This design comes from an exercise in tuning for small area on the open sky130 flow, not from production work. Only simulation tests tie the RTL to the original design; equivalence was not proved. Power and IR drop assume default switching activity.

## flow/design.v (module list and top-level ports; edited modules follow where they fit)
// module servo_lane: 648 lines
// module se_fa: 4 lines
// module se_ha: 4 lines
// module se_maj: 3 lines
// module servo_engine: 223 lines
module servo_engine (
    input  wire        clk,
    input  wire        rst,          
    input  wire        start,        
    input  wire        slow,         
    input  wire [3:0]  out_dl,       
    input  wire [2:0]  head,         
    output reg  [6:0]  pc,           
    output reg         busy,         
    input  wire [63:0] bundle,       
    input  wire [4:0]  flags,        
    input  wire        first,        
    output wire [31:0] d_raddr,
    input  wire [63:0] d_rdata,
    output wire [1:0]  d_we,         
    output wire [15:0] d_waddr,
    output wire [31:0] d_wdata,
    output wire [31:0] c_raddr,
    input  wire [63:0] c_rdata,
    input  wire        stat_clr,     
    output reg         aovf,
    output reg         qsat,
    output reg         late,
    output reg         slow_trunc,
    output reg  [15:0] fwevt,        
    output reg  [2:0]  loop_evt,     
    output reg  [2:0]  pl_valid,     
    output reg  [2:0]  pl_fail,      
    output reg  [15:0] dac_focus,
    output reg  [15:0] dac_track,
    output reg  [15:0] dac_tilt,
    output reg  [15:0] sled_cmd,
    output reg  [15:0] spindle_cmd,
    output reg  [15:0] elevator_cmd,
    output reg  [15:0] picker_cmd,
    output reg  [15:0] ffpub_focus,
    output reg  [15:0] ffpub_track,
    output reg  [15:0] trace0,
    output reg  [15:0] trace1,
    output reg  [10:0] out_upd
);
  // ...
==> flow/flow/run.sh <==
#!/bin/bash
# The standard layout with these changes:
#  - each input and output port is buffered by the smallest buffer cell
#    instead of the one buffer_ports picks by default;
#  - after the standard synthesis, flow/polarity.py removes inverters between
#    full adders (a full adder is self-dual);
#  - the combinational cells other than the adders are then mapped again by
#    ABC with an area-recovering script (flow/remap.abc, with a
#    time-limited &deepsyn pass); flip-flops, full
#    and half adders stay as they are;
set -euo pipefail
echo 'export BUFFER_PORTS_ARGS = -buffer_cell sky130_fd_sc_hd__buf_1' >> config.mk
echo 'export CTS_ARGS = -sink_clustering_enable -repair_clock_nets -sink_clustering_size 10 -sink_clustering_max_diameter 40 -buf_list sky130_fd_sc_hd__clkbuf_4 -dont_use_dummy_load' >> config.mk
R=$PWD/orfs/results/$FLOW_PLATFORM/servo_engine/base
LOGD=$PWD/orfs/logs/$FLOW_PLATFORM/servo_engine/base
OBJ=$PWD/orfs/objects/$FLOW_PLATFORM/servo_engine/base
LIB=$FLOW_HOME/platforms/$FLOW_PLATFORM/lib/sky130_fd_sc_hd__tt_025C_1v80.lib
bash standard.sh $R/1_2_yosys.v > synth.log 2>&1
cp $R/1_2_yosys.v 1_2_yosys_standard.v
python3 flow/polarity.py 1_2_yosys_standard.v 1_2_yosys_polarity.v > polarity.log 2>&1
python3 flow/unmap.py $LIB 1_2_yosys_polarity.v 1_2_yosys_generic.v > unmap.log 2>&1
DU=$(grep -o -- "-dont_use [A-Za-z0-9_]*" $LOGD/1_2_yosys.log | sort -u | tr '\n' ' ')
PS=$(python3 -c "print(int(round(float('$FLOW_PERIOD_NS') * 1000)))")
cat > remap.ys <<EOF
read_liberty -lib $LIB
read_verilog 1_2_yosys_generic.v
hierarchy -check -top $FLOW_TOP
proc
simplemap
opt -fast
opt_clean
abc -script $PWD/flow/remap.abc -liberty $LIB $DU -constr $OBJ/abc.constr -D $PS
opt_clean -purge
hilomap -singleton -hicell sky130_fd_sc_hd__conb_1 HI -locell sky130_fd_sc_hd__conb_1 LO
insbuf -buf sky130_fd_sc_hd__buf_4 A X
splitnets
opt_clean -purge
tee -o remap_stat.txt stat -liberty $LIB
write_verilog -noattr -noexpr -nohex -nodec $R/1_2_yosys.v
EOF
yosys -s remap.ys > remap.log 2>&1
bash standard.sh > standard.log 2>&1
==> flow/flow/polarity.py <==
#!/usr/bin/env python3
"""Removes inverters between full adders of a mapped netlist.

A full adder is self-dual: FA(~a, ~b, ~c) = (~s, ~co). Replacing a full
adder by its dual (inputs and outputs complemented) drops every inverter
that fed only one of its inputs or that one of its outputs fed, and needs a
new inverter for each other input and for the other loads of an output.
The script applies the replacement to one full adder at a time while it
removes more inverters than it adds.

usage: polarity.py IN.v OUT.v
"""
import re
import sys

FA = "sky130_fd_sc_hd__fa_1"
INV = "sky130_fd_sc_hd__inv_1"
INS = ("A", "B", "CIN")
OUTS = ("COUT", "SUM")

src = open(sys.argv[1]).read()
m = re.search(r"^module\s+\w+\s*\(.*?\);\n", src, re.S | re.M)
head_end = m.end()
end = src.rindex("endmodule")
body = src[head_end:end]

# split body into declarations and cell instances
inst_re = re.compile(r"^  (\S+) (\S+)\s*\((.*?)\);\n", re.S | re.M)
decls = []
cells = {}      # name -> [type, {pin: net}]
order = []
pos = 0
for mm in inst_re.finditer(body):
    pre = body[pos:mm.start()]
    decls.append(pre)
    typ, name = mm.group(1), mm.group(2).strip()
    if typ in ("wire", "input", "output", "assign", "inout"):
        decls.append(mm.group(0))
        pos = mm.end()
        continue
    pins = {}
    for pm in re.finditer(r"\.(\w+)\(([^()]*)\)", mm.group(3)):
        pins[pm.group(1)] = pm.group(2).strip()
    cells[name] = [typ, pins]
    order.append(name)
    pos = mm.end()
tail = body[pos:]
decl_text = "".join(decls) + tail
if re.search(r"^\s*assign ", decl_text, re.M):
    sys.exit("netlist has assign statements")

ports = set()
for mm in re.finditer(r"^\s*(?:input|output|inout)\s+(?:\[(\d+):(\d+)\]\s+)?(\S+);", src[:end], re.M):
    if mm.group(1) is not None:
        hi, lo = int(mm.group(1)), int(mm.group(2))
        for i in range(min(hi, lo), max(hi, lo) + 1):
            ports.add(f"{mm.group(3)}[{i}]")
    ports.add(mm.group(3))

OUTPINS = {"X", "Y", "Q", "Q_N", "SUM", "COUT", "HI", "LO"}
drv = {}
loads = {}
def rebuild():
    drv.clear(); loads.clear()
    for n, (t, p) in cells.items():
        for pin, net in p.items():
            if pin in OUTPINS:
                drv[net] = (n, pin)
            else:
                loads.setdefault(net, []).append((n, pin))
rebuild()

cnt = [0]
def newname(prefix):
    cnt[0] += 1
    return f"_pol{prefix}{cnt[0]}_"
new_wires = []

def inv_of(net):
    """An existing inverter whose input is net, if any."""
    for (c, pin) in loads.get(net, []):
        if cells[c][0] == INV:
            return c
    return None

def gain(x):
    t, p = cells[x]
    g = 0
    for pin in INS:
        n = p[pin]
        d = drv.get(n)
        if n.startswith("1'b") or n in ports and d is None:
            if n.startswith("1'b"):
                pass  # constant: flip it for free
            else:
                g -= 0 if inv_of(n) else 1
            continue
        if d and cells[d[0]][0] == INV:
            if len(loads.get(n, [])) == 1 and n not in ports:
                g += 1
        else:
            if not inv_of(n):
                g -= 1
    for pin in OUTS:
        n = p.get(pin)
        if n is None:
            continue
        if n in ports:
            return -99
        ls = loads.get(n, [])
        invs = [c for c, _ in ls if cells[c][0] == INV]
        other = [c for c, _ in ls if cells[c][0] != INV]
        for c in invs:
            if cells[c][1]["Y"] in ports:
                return -99
        g += len(invs)
        if other:
            g -= 1
    return g

def dualize(x):
    t, p = cells[x]
    for pin in INS:
        n = p[pin]
        if n == "1'b0":
            p[pin] = "1'b1"; continue
        if n == "1'b1":
            p[pin] = "1'b0"; continue
        d = drv.get(n)
        if d and cells[d[0]][0] == INV:
            a = cells[d[0]][1]["A"]
            p[pin] = a
            if len(loads.get(n, [])) == 1 and n not in ports:
                del cells[d[0]]
        else:
            c = inv_of(n)
            if c:
                p[pin] = cells[c][1]["Y"]
            else:
                w = newname("w"); new_wires.append(w)
                c = newname("i")
                cells[c] = [INV, {"A": n, "Y": w}]
                p[pin] = w
        rebuild()
    for pin in OUTS:
        n = p.get(pin)
        if n is None:
            continue
        ls = list(loads.get(n, []))
        invs = [c for c, _ in ls if cells[c][0] == INV]
        other = [(c, q) for c, q in ls if cells[c][0] != INV]
        # n now carries the complement of its old value
        for c in invs:
            o = cells[c][1]["Y"]
            for (lc, lp) in list(loads.get(o, [])):
                cells[lc][1][lp] = n
            del cells[c]
        if other:
            w = newname("w"); new_wires.append(w)
            c = newname("i")
            cells[c] = [INV, {"A": n, "Y": w}]
            for (lc, lp) in other:
                cells[lc][1][lp] = w
        rebuild()

def ninv():
    return sum(1 for c in cells.values() if c[0] == INV)

before = ninv()
changed = True
rounds = 0
while changed and rounds < 50:
    changed = False
    rounds += 1
    for x in list(cells):
        if x in cells and cells[x][0] == FA and gain(x) > 0:
            dualize(x)
            changed = True

# remove cells whose outputs drive nothing (dead logic left by synthesis)
COMB_OUT = ("X", "Y")
dead = 0
changed = True
while changed:
    changed = False
    for n in list(cells):
        t, p = cells[n]
        outs = [v for k, v in p.items() if k in OUTPINS]
        if not outs or any(k in ("Q", "Q_N", "HI", "LO") for k in p):
            continue
        if all(not loads.get(v) and v not in ports for v in outs):
            del cells[n]
            dead += 1
            changed = True
    rebuild()
after = ninv()
sys.stderr.write(f"polarity: inverters {before} -> {after}, dead cells removed {dead}\n")

# drop wires no longer used
used = set()
for t, p in cells.values():
    used.update(p.values())
out = [src[:head_end]]
for line in decl_text.splitlines(keepends=True):
    mm = re.match(r"^\s*wire (\S+);\s*$", line)
    if mm and mm.group(1) not in used and mm.group(1) not in ports:
        continue
    out.append(line)
body_out = "".join(out)
body_out += "".join(f"  wire {w};\n" for w in new_wires if w in used)
for n in order + [c for c in cells if c not in order]:
    if n not in cells:
        continue
    t, p = cells[n]
    conns = ",\n".join(f"    .{k}({v}{' ' if v.startswith(chr(92)) else ''})" for k, v in p.items())
    body_out += f"  {t} {n} (\n{conns}\n  );\n"
body_out += "endmodule\n"
open(sys.argv[2], "w").write(body_out)
==> flow/flow/remap.abc <==
&get -n
&st
&deepsyn -T 60
&st
&dch
&nf -R 1000
&put
buffer -c
topo
stime -c
upsize -c
dnsize -c
==> flow/flow/unmap.py <==
#!/usr/bin/env python3
"""Turns a mapped netlist back into generic logic for a new ABC run.

Every single-output combinational cell becomes an assign with its liberty
function; full adders, half adders, flip-flops and tie cells stay as cell
instances.

usage: unmap.py LIB IN.v OUT.v
"""
import re
import sys

KEEP = ("fa_", "ha_", "dfxtp_", "edfxtp_", "conb_", "dfrtp_", "dfstp_", "sdf", "dl")
lib = open(sys.argv[1]).read()
func = {}
outpin = {}
for m in re.finditer(r'cell\s*\(\s*"?(\w+)"?\s*\)\s*\{', lib):
    name = m.group(1)
    start = m.end()
    nxt = lib.find("\n    cell (", start)
    body = lib[start:nxt if nxt > 0 else len(lib)]
    outs = re.findall(r'pin\s*\(\s*"?(\w+)"?\s*\)\s*\{[^{}]*?direction\s*:\s*"?output"?\s*;', body)
    fns = re.findall(r'pin\s*\(\s*"?(\w+)"?\s*\)\s*\{(?:(?!pin\s*\().)*?function\s*:\s*"([^"]*)"', body, re.S)
    if len(fns) == 1:
        func[name] = fns[0][1]
        outpin[name] = fns[0][0]

src = open(sys.argv[2]).read()
inst_re = re.compile(r"^  (\S+) (\S+)\s*\((.*?)\);\n", re.S | re.M)
out = []
pos = 0
n_conv = 0
for mm in inst_re.finditer(src):
    typ = mm.group(1)
    if typ in ("wire", "input", "output", "inout", "assign", "module"):
        continue
    cell = typ.replace("sky130_fd_sc_hd__", "")
    if any(cell.startswith(k) for k in KEEP) or typ not in func:
        continue
    pins = {p: v.strip() for p, v in re.findall(r"\.(\w+)\(([^()]*)\)", mm.group(3))}
    op = outpin[typ]
    if op not in pins:
        continue
    def sub(t):
        v = pins[t.group(0)]
        if v.startswith("\\"):
            v = v + " "
        return "(" + v + ")"
    expr = re.sub(r"[A-Za-z_][A-Za-z0-9_]*", sub, func[typ])
    expr = expr.replace("!", "~").replace("*", "&").replace("+", "|")
    lhs = pins[op] + (" " if pins[op].startswith("\\") else "")
    out.append(src[pos:mm.start()])
    out.append(f"  assign {lhs} = {expr};\n")
    pos = mm.end()
    n_conv += 1
out.append(src[pos:])
open(sys.argv[3], "w").write("".join(out))
sys.stderr.write(f"unmap: {n_conv} cells turned into logic\n")
==> flow/standard.sh <==
#!/bin/bash
# synth_recipe.tcl (not shown) runs the flow's synth.tcl, then flattens the netlist and writes it again
# the make line also repeats each setting of config.mk as NAME=value (left out here)
make -C /OpenROAD-flow-scripts/flow DESIGN_CONFIG=/design/flow/config.mk WORK_HOME=/design/flow/orfs CLKGATE_MAP_FILE= SYNTH_SCRIPT=/design/flow/synth_recipe.tcl "${@:-finish}"
==> flow/config.mk <==
export PLATFORM = sky130hd
export DESIGN_NAME = servo_engine
export DESIGN_NICKNAME = servo_engine
export VERILOG_FILES = /design/flow/design.v
export SDC_FILE = /design/flow/constraint.sdc
export NUM_CORES = 4
export LEC_CHECK = 0
export CAP_MARGIN = 0
export CORE_MARGIN = 2
export CORE_UTILIZATION = 79
export CTS_BUF_LIST = sky130_fd_sc_hd__clkbuf_4
export CTS_CLUSTER_DIAMETER = 40
export CTS_CLUSTER_SIZE = 10
export SLEW_MARGIN = 0
export BUFFER_PORTS_ARGS = -buffer_cell sky130_fd_sc_hd__buf_1
export CTS_ARGS = -sink_clustering_enable -repair_clock_nets -sink_clustering_size 10 -sink_clustering_max_diameter 40 -buf_list sky130_fd_sc_hd__clkbuf_4 -dont_use_dummy_load
==> flow/constraint.sdc <==
create_clock -name core_clock -period 15.0 [get_ports {clk}]
set_input_delay 3.0000 -clock core_clock [delete_from_list [all_inputs] [get_ports {clk}]]
set_output_delay 3.0000 -clock core_clock [all_outputs]
set_load 0.01 [all_outputs]
==> run_results.csv, run 1 <==
group,metric,value,unit
global_route,track_usage,59.3,%
die,die_area,43000,sq um
final_layout,largest_cell_class,"multi-input gates",
final_layout,regArea,6210,sq um
final_layout,multi_input_area,24000,sq um
min_path,min_to,"dac_focus[0]",
global_route,grt_most_used_layer,"met2",
detailed_routing,post-route-drc-count,0,
clocking,htree_levels,2,
die,fp.dieW,207,um
worst_setup_path,crit_path_end_kind,"register",
power_and_ir_drop,combPwrFrac,65.4,%
sta,finalSetupTns,0,ps
detailed_routing,met1_length,40100,um
sta,tightestPinTransition,1380,ps
detailed_routing,routed_wirelength,131000,um
final_layout,reg_top3,"acc_a: 40 flops, acc_b: 40 flops",
worst_setup_path,r2r-start,"busy",
detailed_routing,routedWlPerCell,27.4,um
sta,slew_headroom,7.22,%
die,num_rows,74,
placed_design,dp_cells,4732,
final_layout,multi_input_cells,3007,
final_layout,area_growth_syn_to_layout,8.36,%
final_layout,buffers,666,
synthesis,syn_area,32600,sq um
final_layout,buffer_area_share,9.16,%
global_route,grt_pass1_vias,34400,
worst_setup_path,cp_slowest_stage_delay,610,ps
run_status,outcome,"complete, no violations",
final_layout,nClkBuffers,49,
global_route,grt_pass1_wl,197000,um
final_layout,multi_input_area_share,67.9,%
==> run 2: changes to the inputs <==
--- a/flow/flow/run.sh
+++ b/flow/flow/run.sh
@@ -8,9 +8,11 @@
 #    ABC with an area-recovering script (flow/remap.abc, with a
 #    time-limited &deepsyn pass); flip-flops, full
 #    and half adders stay as they are;
+#  - then the standard flow continues from the new netlist, with the larger
+#    plain buffers (buf_4 and up) left out of placement and timing repair,
+#    so that repair buffers nets with buf_1 and buf_2.
 set -euo pipefail
 echo 'export BUFFER_PORTS_ARGS = -buffer_cell sky130_fd_sc_hd__buf_1' >> config.mk
-echo 'export CTS_ARGS = -sink_clustering_enable -repair_clock_nets -sink_clustering_size 10 -sink_clustering_max_diameter 40 -buf_list sky130_fd_sc_hd__clkbuf_4 -dont_use_dummy_load' >> config.mk
 R=$PWD/orfs/results/$FLOW_PLATFORM/servo_engine/base
 LOGD=$PWD/orfs/logs/$FLOW_PLATFORM/servo_engine/base
 OBJ=$PWD/orfs/objects/$FLOW_PLATFORM/servo_engine/base
@@ -39,4 +41,5 @@
 write_verilog -noattr -noexpr -nohex -nodec $R/1_2_yosys.v
 EOF
 yosys -s remap.ys > remap.log 2>&1
+echo 'export DONT_USE_CELLS += sky130_fd_sc_hd__buf_4 sky130_fd_sc_hd__buf_6 sky130_fd_sc_hd__buf_8 sky130_fd_sc_hd__buf_12 sky130_fd_sc_hd__buf_16' >> config.mk
 bash standard.sh > standard.log 2>&1
==> flow/config.mk (replaced) <==
export PLATFORM = sky130hd
export DESIGN_NAME = servo_engine
export DESIGN_NICKNAME = servo_engine
export VERILOG_FILES = /design/flow/design.v
export SDC_FILE = /design/flow/constraint.sdc
export NUM_CORES = 4
export LEC_CHECK = 0
export CAP_MARGIN = 0
export CORE_MARGIN = 2
export CORE_UTILIZATION = 70
export CTS_BUF_LIST = sky130_fd_sc_hd__clkbuf_4
export CTS_CLUSTER_DIAMETER = 40
export CTS_CLUSTER_SIZE = 10
export SLEW_MARGIN = 0
export BUFFER_PORTS_ARGS = -buffer_cell sky130_fd_sc_hd__buf_1
export DONT_USE_CELLS += sky130_fd_sc_hd__buf_4 sky130_fd_sc_hd__buf_6 sky130_fd_sc_hd__buf_8 sky130_fd_sc_hd__buf_12 sky130_fd_sc_hd__buf_16
==> run 2 against run 1 <==
  * Clock power grew 44%
  * Sequential cell count is the same
  * Synthesized cell count is the same
  * Wire length grew 3.9%
  * Non-clock buffer count grew 24
  * First-iteration DRC count shrank 16%
  * Power grew 3.4%
  * Maximum frequency shrank 0.21%
  * Critical endpoint is now acc_a[31]
==> run_results.csv, run 2 <==
group,metric,value,unit
worst_setup_path,cp.buffers_inverters,3,
sta,finalHoldViolCount,0,
synthesis,syn_area_per_cell,8.35,sq um
final_layout,fill_cells,3248,
detailed_routing,post-route-drc-count,0,
die,start_util,70.6,%
global_route,overflow,0,
global_route,met3_usage,23.7,%
clocking,cts_buffer_depth,3,
sta,rsz0062_at_grt,"false",
worst_setup_path,r2r-start,"cf_b",
die,die_area,48400,sq um
worst_setup_path,crit_fanout,17,
worst_setup_path,crit_path_end_kind,"register",
sta,fmax,68.8,MHz
global_route,grt_pass1_vias,34800,
sta,slew_viol_final,0,
sta,slew_headroom,9.42,%
clocking,numCtsBuffers,52,
worst_setup_path,rr_worst_depth,42,
final_layout,multi_input_area,24000,sq um
worst_setup_path,worstPathArrival,15250,ps
clocking,ctsHoldBuffers,0,
clocking,cts.sinks,309,
worst_setup_path,r2r-end,"acc_b[32]",
global_route,use_met2,80.4,%
die,fp.dieW,220,um
min_path,min_to,"spindle_cmd[14]",
final_layout,nNetsFinal,4946,
synthesis,yosysWarnings,2,
detailed_routing,routed_wirelength,137000,um
sta,finalSetupViolCount,0,
synthesis,syn_inst,3907,
die,design.core.area,46300,sq um
job,max_cap_viol_count,0,
final_layout,layout_common_cells,"buf_1 (472), nand2_1 (413), fa_1 (332)",
die,die_h,220,um
worst_setup_path,critPathLaunchType,"input pin",
final_layout,layout_commonest_cell,"buf_1",
placed_design,portBuffers,473,
worst_setup_path,crit_type,"in -> reg",
worst_setup_path,crit_family,"adder cells",
die,num_rows,79,
global_route,track_usage,55.9,%
sta,tightestPinTransition,1350,ps
detailed_routing,drtPass1Iterations,13,
power_and_ir_drop,p_leak,0.0155,uW
placed_design,gp_congestion,1.17,
detailed_routing,vias,36000,
global_route,grt_pass1_wl,205000,um
global_route,met1_usage,66.0,%
clocking,htree_levels,2,
detailed_routing,routedWlPerCell,27.7,um
clocking,cts_tree,"built",
worst_setup_path,crit_top_cell,"fa_1",
detailed_routing,first_iter_violations,5912,
clocking,clock_latency,870,ps
final_layout,regArea,6210,sq um
worst_setup_path,worst-r2r-setup-slack,2750,ps
global_route,antenna_found_initial,9,
final_layout,layout-drive-gt1-share,5.24,%
sta,fin_crit,14540,ps
min_path,min_path_type,"reg -> reg",
detailed_routing,drt-vias-per-instance,7.31,
min_path,worstHoldPathCells,2,
power_and_ir_drop,powerDensity,129,nW/um^2
clocking,clk_pin_slew_worst_paths,90,ps
detailed_routing,ant_nets,0,
worst_setup_path,slowest_stage,"a221oi_1",
clocking,root_buffer,"clkbuf_4",
min_path,hold_start,"spindle_cmd[14]",
sta,clock_skew,63.2,ps
global_route,grt_most_used_layer,"met2",
placed_design,dp_hpwl,106000,um
synthesis,syn_area,32600,sq um
power_and_ir_drop,ir_worst_vdd,0.000139,V
run_status,outcome,"complete, no violations",
die,pin_count,548,
worst_setup_path,cp_data_required_time,15710,ps
sta,post-route-period-util,97.0,%
synthesis,syn_nets,4574,
final_layout,area_growth_syn_to_layout,11.7,%
worst_setup_path,cp_slowest_stage_delay,950,ps
final_layout,reg_top3,"acc_a: 40 flops, acc_b: 40 flops",
final_layout,fin_util,78.8,%
sta,fin_hold_ws,476,ps
global_route,grt_start_max_net_pins,31,
==> run 2: cell type report <==
| type | count | share of cell area [%] |
|---|---|---|
| well taps | 607 | 2.08 |
| inverters | 219 | 2.25 |
| flip-flops and latches | 309 | 17.0 |
| clock inverters | 31 | 0.899 |
| repair buffers | 690 | 10.7 |
| clock buffers | 56 | 1.15 |
| multi-input cells | 3007 | 65.8 |
| diodes | 7 | 0.0480 |
==> run 2: worst reg2reg max path, delay by kind of cell, from the launching register on <==
kind	cells	cell delay [ps]
compound gates	9	1780
xor+xnor	2	710
fa+ha+maj	11	5090
buf+inv	3	790
flops	1	400
simple gates	17	3350
==> run 2: where the power goes <==
group          internal (uW)  total [uW]  switching, uW
Clock                    280         655            374
Combinational           1060        2920           1860
Sequential               950        1140            190
==> run 2: stage by stage <==
step	power [uW]	std cells	setup WS [ps]	instance area, sq um	TNS (ps)
2_1_floorplan	2930	3907	810	32600	0
3_3_place_gp	3760	4830	-260	35600	-5620
3_5_place_dp	3860	4830	-570	35600	-19090
4_1_cts	4520	4917	265	36400	0
5_1_grt	4900	4923	22.9	36500	0
6_report	4710	4926	457	36500	0
==> run 2: per-layer routing <==
| metal | share of wire (%) | vias to the layer above |
|---|---|---|
| li1 | - | 14600 |
| met1 | 32 | 16700 |
| met2 | 41 | 3603 |
| met3 | 17 | 1100 |
| met4 | 10 | 12 |
| met5 | 0.20 | - |
==> run 2: worst max path at each step <==
stage	startpoint	endpoint	slack, ps	cells after the start
floorplan	bundle[24]	acc_a[29]	810	51
global placement	bundle[60]	acc_b[32]	-260	38
detailed placement	bundle[60]	acc_b[32]	-570	38
CTS	bundle[60]	acc_b[32]	270	38
global route	bundle[57]	acc_b[32]	20	46
finish	bundle[24]	acc_a[31]	460	40
==> run 2: repair_timing <==
action | CTS | global route
setup buffers | 0 | 2
endpoints found under the setup margin | 0 | 56
endpoints found under the hold margin | 0 | 0
resized for setup | 0 | 9
==> run 3: changes to the inputs <==
--- a/flow/flow/run.sh
+++ b/flow/flow/run.sh
@@ -4,15 +4,13 @@
 #    instead of the one buffer_ports picks by default;
 #  - after the standard synthesis, flow/polarity.py removes inverters between
 #    full adders (a full adder is self-dual);
-#  - the combinational cells other than the adders are then mapped again by
+#  - the combinational cells other than the full adders are then mapped again by
 #    ABC with an area-recovering script (flow/remap.abc, with a
-#    time-limited &deepsyn pass); flip-flops, full
-#    and half adders stay as they are;
-#  - then the standard flow continues from the new netlist, with the larger
-#    plain buffers (buf_4 and up) left out of placement and timing repair,
-#    so that repair buffers nets with buf_1 and buf_2.
+#    time-limited &deepsyn pass); flip-flops and
+#    full adders stay as they are;
 set -euo pipefail
 echo 'export BUFFER_PORTS_ARGS = -buffer_cell sky130_fd_sc_hd__buf_1' >> config.mk
+echo 'export CTS_ARGS = -sink_clustering_enable -repair_clock_nets -sink_clustering_size 10 -sink_clustering_max_diameter 40 -buf_list sky130_fd_sc_hd__clkbuf_4 -dont_use_dummy_load' >> config.mk
 R=$PWD/orfs/results/$FLOW_PLATFORM/servo_engine/base
 LOGD=$PWD/orfs/logs/$FLOW_PLATFORM/servo_engine/base
 OBJ=$PWD/orfs/objects/$FLOW_PLATFORM/servo_engine/base
@@ -41,5 +39,4 @@
 write_verilog -noattr -noexpr -nohex -nodec $R/1_2_yosys.v
 EOF
 yosys -s remap.ys > remap.log 2>&1
-echo 'export DONT_USE_CELLS += sky130_fd_sc_hd__buf_4 sky130_fd_sc_hd__buf_6 sky130_fd_sc_hd__buf_8 sky130_fd_sc_hd__buf_12 sky130_fd_sc_hd__buf_16' >> config.mk
 bash standard.sh > standard.log 2>&1
--- a/flow/flow/unmap.py
+++ b/flow/flow/unmap.py
@@ -2,15 +2,15 @@
 """Turns a mapped netlist back into generic logic for a new ABC run.
 
 Every single-output combinational cell becomes an assign with its liberty
-function; full adders, half adders, flip-flops and tie cells stay as cell
-instances.
+function, and each half adder two assigns; full adders, flip-flops and tie
+cells stay as cell instances.
 
 usage: unmap.py LIB IN.v OUT.v
 """
 import re
 import sys
 
-KEEP = ("fa_", "ha_", "dfxtp_", "edfxtp_", "conb_", "dfrtp_", "dfstp_", "sdf", "dl")
+KEEP = ("fa_", "dfxtp_", "edfxtp_", "conb_", "dfrtp_", "dfstp_", "sdf", "dl")
 lib = open(sys.argv[1]).read()
 func = {}
 outpin = {}
@@ -35,6 +35,18 @@
     if typ in ("wire", "input", "output", "inout", "assign", "module"):
         continue
     cell = typ.replace("sky130_fd_sc_hd__", "")
+    if cell.startswith("ha_"):
+        pins = {p: v.strip() for p, v in re.findall(r"\.(\w+)\(([^()]*)\)", mm.group(3))}
+        def nm(v):
+            return v + (" " if v.startswith("\\") else "")
+        out.append(src[pos:mm.start()])
+        if "SUM" in pins:
+            out.append(f"  assign {nm(pins['SUM'])} = {nm(pins['A'])} ^ {nm(pins['B'])};\n")
+        if "COUT" in pins:
+            out.append(f"  assign {nm(pins['COUT'])} = {nm(pins['A'])} & {nm(pins['B'])};\n")
+        pos = mm.end()
+        n_conv += 1
+        continue
     if any(cell.startswith(k) for k in KEEP) or typ not in func:
         continue
     pins = {p: v.strip() for p, v in re.findall(r"\.(\w+)\(([^()]*)\)", mm.group(3))}
--- a/flow/config.mk
+++ b/flow/config.mk
@@ -13,4 +13,4 @@
 export CTS_CLUSTER_SIZE = 10
 export SLEW_MARGIN = 0
 export BUFFER_PORTS_ARGS = -buffer_cell sky130_fd_sc_hd__buf_1
-export DONT_USE_CELLS += sky130_fd_sc_hd__buf_4 sky130_fd_sc_hd__buf_6 sky130_fd_sc_hd__buf_8 sky130_fd_sc_hd__buf_12 sky130_fd_sc_hd__buf_16
+export CTS_ARGS = -sink_clustering_enable -repair_clock_nets -sink_clustering_size 10 -sink_clustering_max_diameter 40 -buf_list sky130_fd_sc_hd__clkbuf_4 -dont_use_dummy_load
==> run 3 against run 2 <==
  * Largest cell class unchanged
  * Critical endpoint is now acc_a[28]
  * Sequential cell count is the same
  * Sequential share of layout area grew 0.41 points
  * Maximum frequency shrank 0.60%
  * Clock-buffer cell count shrank 12
  * Worst hold slack lost 6.6 ps
  * First-iteration DRC count grew 2.4%
  * Critical path type unchanged
  * Clock skew grew 73 ps
  * Via count shrank 1.2%
  * Cell area shrank 2.4%
  * Critical path depth grew 8
==> run_results.csv, run 3 <==
group,metric,value,unit
detailed_routing,drtPass1Iterations,10,
power_and_ir_drop,powerDensity,128,nW/um^2
detailed_routing,routed_wirelength,136000,um
clocking,cts_buffer_depth,3,
worst_setup_path,rr_worst_depth,50,
die,fp.dieW,219,um
final_layout,layout_commonest_cell,"buf_1",
worst_setup_path,r2r-end,"acc_a[28]",
clocking,root_buffer,"clkbuf_4",
detailed_routing,first_iter_violations,6056,
clocking,numCtsBuffers,44,
die,design.core.area,45600,sq um
placed_design,portBuffers,473,
synthesis,syn_inst,4013,
synthesis,syn_area,32500,sq um
run_status,outcome,"complete, no violations",
final_layout,area_growth_syn_to_layout,9.60,%
die,start_util,71.3,%
die,num_rows,78,
detailed_routing,drt-vias-per-instance,7.11,
placed_design,dp_hpwl,106000,um
final_layout,layout-drive-gt1-share,8.92,%
min_path,min_path_type,"reg -> reg",
synthesis,syn_nets,4555,
worst_setup_path,crit_type,"in -> reg",
global_route,overflow,0,
worst_setup_path,r2r-start,"cf_a",
die,die_h,219,um
detailed_routing,wl_met2,54400,um
global_route,antenna_found_initial,22,
worst_setup_path,cp_data_required_time,15730,ps
final_layout,stdcell_count,5002,
synthesis,syn_area_per_cell,8.09,sq um
die,pin_count,548,
global_route,track_usage,55.5,%
clocking,clk_pin_slew_worst_paths,110,ps
final_layout,nNetsFinal,4929,
final_layout,layout_common_cells,"buf_1 (471), nand2_1 (409), nor2_1 (370)",
sta,slew_viol_final,0,
detailed_routing,ant_nets,0,
worst_setup_path,crit_path_end_kind,"register",
detailed_routing,vias,35600,
min_path,hold_start,"picker_cmd[9]",
clocking,clock_latency,830,ps
worst_setup_path,crit_top_cell,"fa_1",
min_path,worstHoldPathCells,1,
power_and_ir_drop,ir_worst_vdd,0.000102,V
clocking,cts.sinks,309,
placed_design,gp_congestion,1.11,
sta,fin_crit,14630,ps
worst_setup_path,slowest_stage,"o31ai_1",
sta,post-route-period-util,97.5,%
sta,clock_skew,136,ps
die,die_area,48100,sq um
global_route,grt_pass1_wl,200000,um
power_and_ir_drop,p_leak,0.0143,uW
job,max_cap_viol_count,0,
min_path,min_to,"picker_cmd[9]",
sta,finalSetupViolCount,0,
sta,tightestPinTransition,1330,ps
detailed_routing,post-route-drc-count,0,
detailed_routing,route.met3.wl,24600,um
worst_setup_path,crit_fanout,11,
detailed_routing,met1_length,45100,um
final_layout,fin_util,78.1,%
global_route,grt_start_max_net_pins,46,
placed_design,dp_cells,4940,
sta,finalHoldViolCount,0,
clocking,cts_tree,"built",
sta,fmax,68.3,MHz
detailed_routing,top_layer,"met5",
synthesis,yosysWarnings,2,
worst_setup_path,critPathLaunchType,"input pin",
clocking,htree_levels,2,
detailed_routing,routedWlPerCell,27.2,um
final_layout,reg_top3,"acc_a: 40 flops, acc_b: 40 flops",
worst_setup_path,cp_slowest_stage_delay,800,ps
sta,slew_headroom,10.8,%
worst_setup_path,worstPathArrival,15360,ps
worst_setup_path,worst-r2r-setup-slack,2550,ps
global_route,grt_pass1_vias,33100,
-- run 3: what timing repair did --
action / in CTS / in global routing
setup buffers: 0 / 1
setup endpoints to repair: 0 / 45
hold endpoints to repair: 0 / 0
hold buffers: 0 / 0
gates resized for setup: 0 / 14
-- run 3: per-stage QoR --
| step | total power, uW | area [sq um] | TNS [ps] | hold slack, ps | setup WS, ps |
|---|---|---|---|---|---|
| final | 4560 | 35600 | 0 | 469 | 369 |
| after global routing | 4760 | 35600 | -1400 | 477 | -121 |
| after CTS | 4350 | 35500 | 0 | 464 | 276 |
| after detailed placement | 3930 | 35200 | -15530 | 438 | -463 |
| after global placement | 3860 | 35200 | -1780 | 435 | -121 |
| after floorplan | 3010 | 32500 | 0 | 448 | 68.6 |
-- run 3: per-layer routing --
layer | track usage, % | vias to the layer above
met2 | 76.6 | 3432
met5 | 0.625 | -
met1 | 68.6 | 16500
li1 | - | 14800
met3 | 25.8 | 875
met4 | 37.9 | 16
-- run 3: layout make-up --
| type | instances | area [sq um] |
|---|---|---|
| inverter | 175 | 657 |
| tap | 600 | 751 |
| fill | 3445 | 9980 |
| multi-input combinational | 3152 | 24100 |
| clock buffer | 44 | 330 |
| timing repair buffer | 705 | 3550 |
| antenna | 17 | 42.5 |
| sequential | 309 | 6210 |
-- run 3: worst max-delay path by stage --
| stage | startpoint | endpoint | slack [ps] | depth (start not counted) |
|---|---|---|---|---|
| 2_1_floorplan | bundle[60] | acc_b[16] | 70 | 47 |
| 3_3_place_gp | bundle[57] | acc_b[17] | -120 | 47 |
| 3_5_place_dp | bundle[57] | acc_b[17] | -460 | 47 |
| 4_1_cts | bundle[57] | acc_b[34] | 280 | 46 |
| 5_1_grt | bundle[57] | acc_b[17] | -120 | 48 |
| 6_report | bundle[30] | acc_a[28] | 370 | 48 |
-- run 3: worst max-delay path: cells and delay by family --
kind	cells	cell delay (ps)
compound gates	7	1620
xor+xnor	2	790
fa+ha+maj	10	4440
buf+inv	2	830
simple gates	27	4630
-- run 3: power by group --
group / switching, uW / total [uW] / leakage (uW) / internal, uW
combinational: 1870 / 2950 / 0.0116 / 1080
sequential: 209 / 1160 / 0.00252 / 956
clock: 306 / 440 / 0.000203 / 134

port drivers added, routing unchanged:
In the flow no input, the clock included, has a driving cell. The finished layouts below were timed again as built, in two steps. Step 1 sets driving cells, clkbuf_16 on the clock port and buf_2 on the other inputs (assumed; they add their load-dependent delay and slew). Step 2 times the ports against the registers' clock, not the clock port: input delays grow and output delays shrink by t, the midpoint of the rising clock arrivals with the driver on. Three values: no drivers, after step 1, after step 2; two values: the first two.
run | shift t [ns] | setup WS [ns] | hold slack, ns
run 1 | 0.856 | 0.489 / 0.498 / -0.358 | 0.464 / 0.464 / 0.464
run 2 | 0.900 | 0.457 / 0.480 / -0.420 | 0.476 / 0.476 / 0.476
run 3 | 0.809 | 0.369 / 0.193 / -0.616 | 0.469 / 0.469 / 0.469
Met with ideal ports but missed after step 2: setup timing in every run listed. For run 3, which loses most, drivers alone change the setup slack by -0.176 ns; drivers and shift together by -0.985 ns.
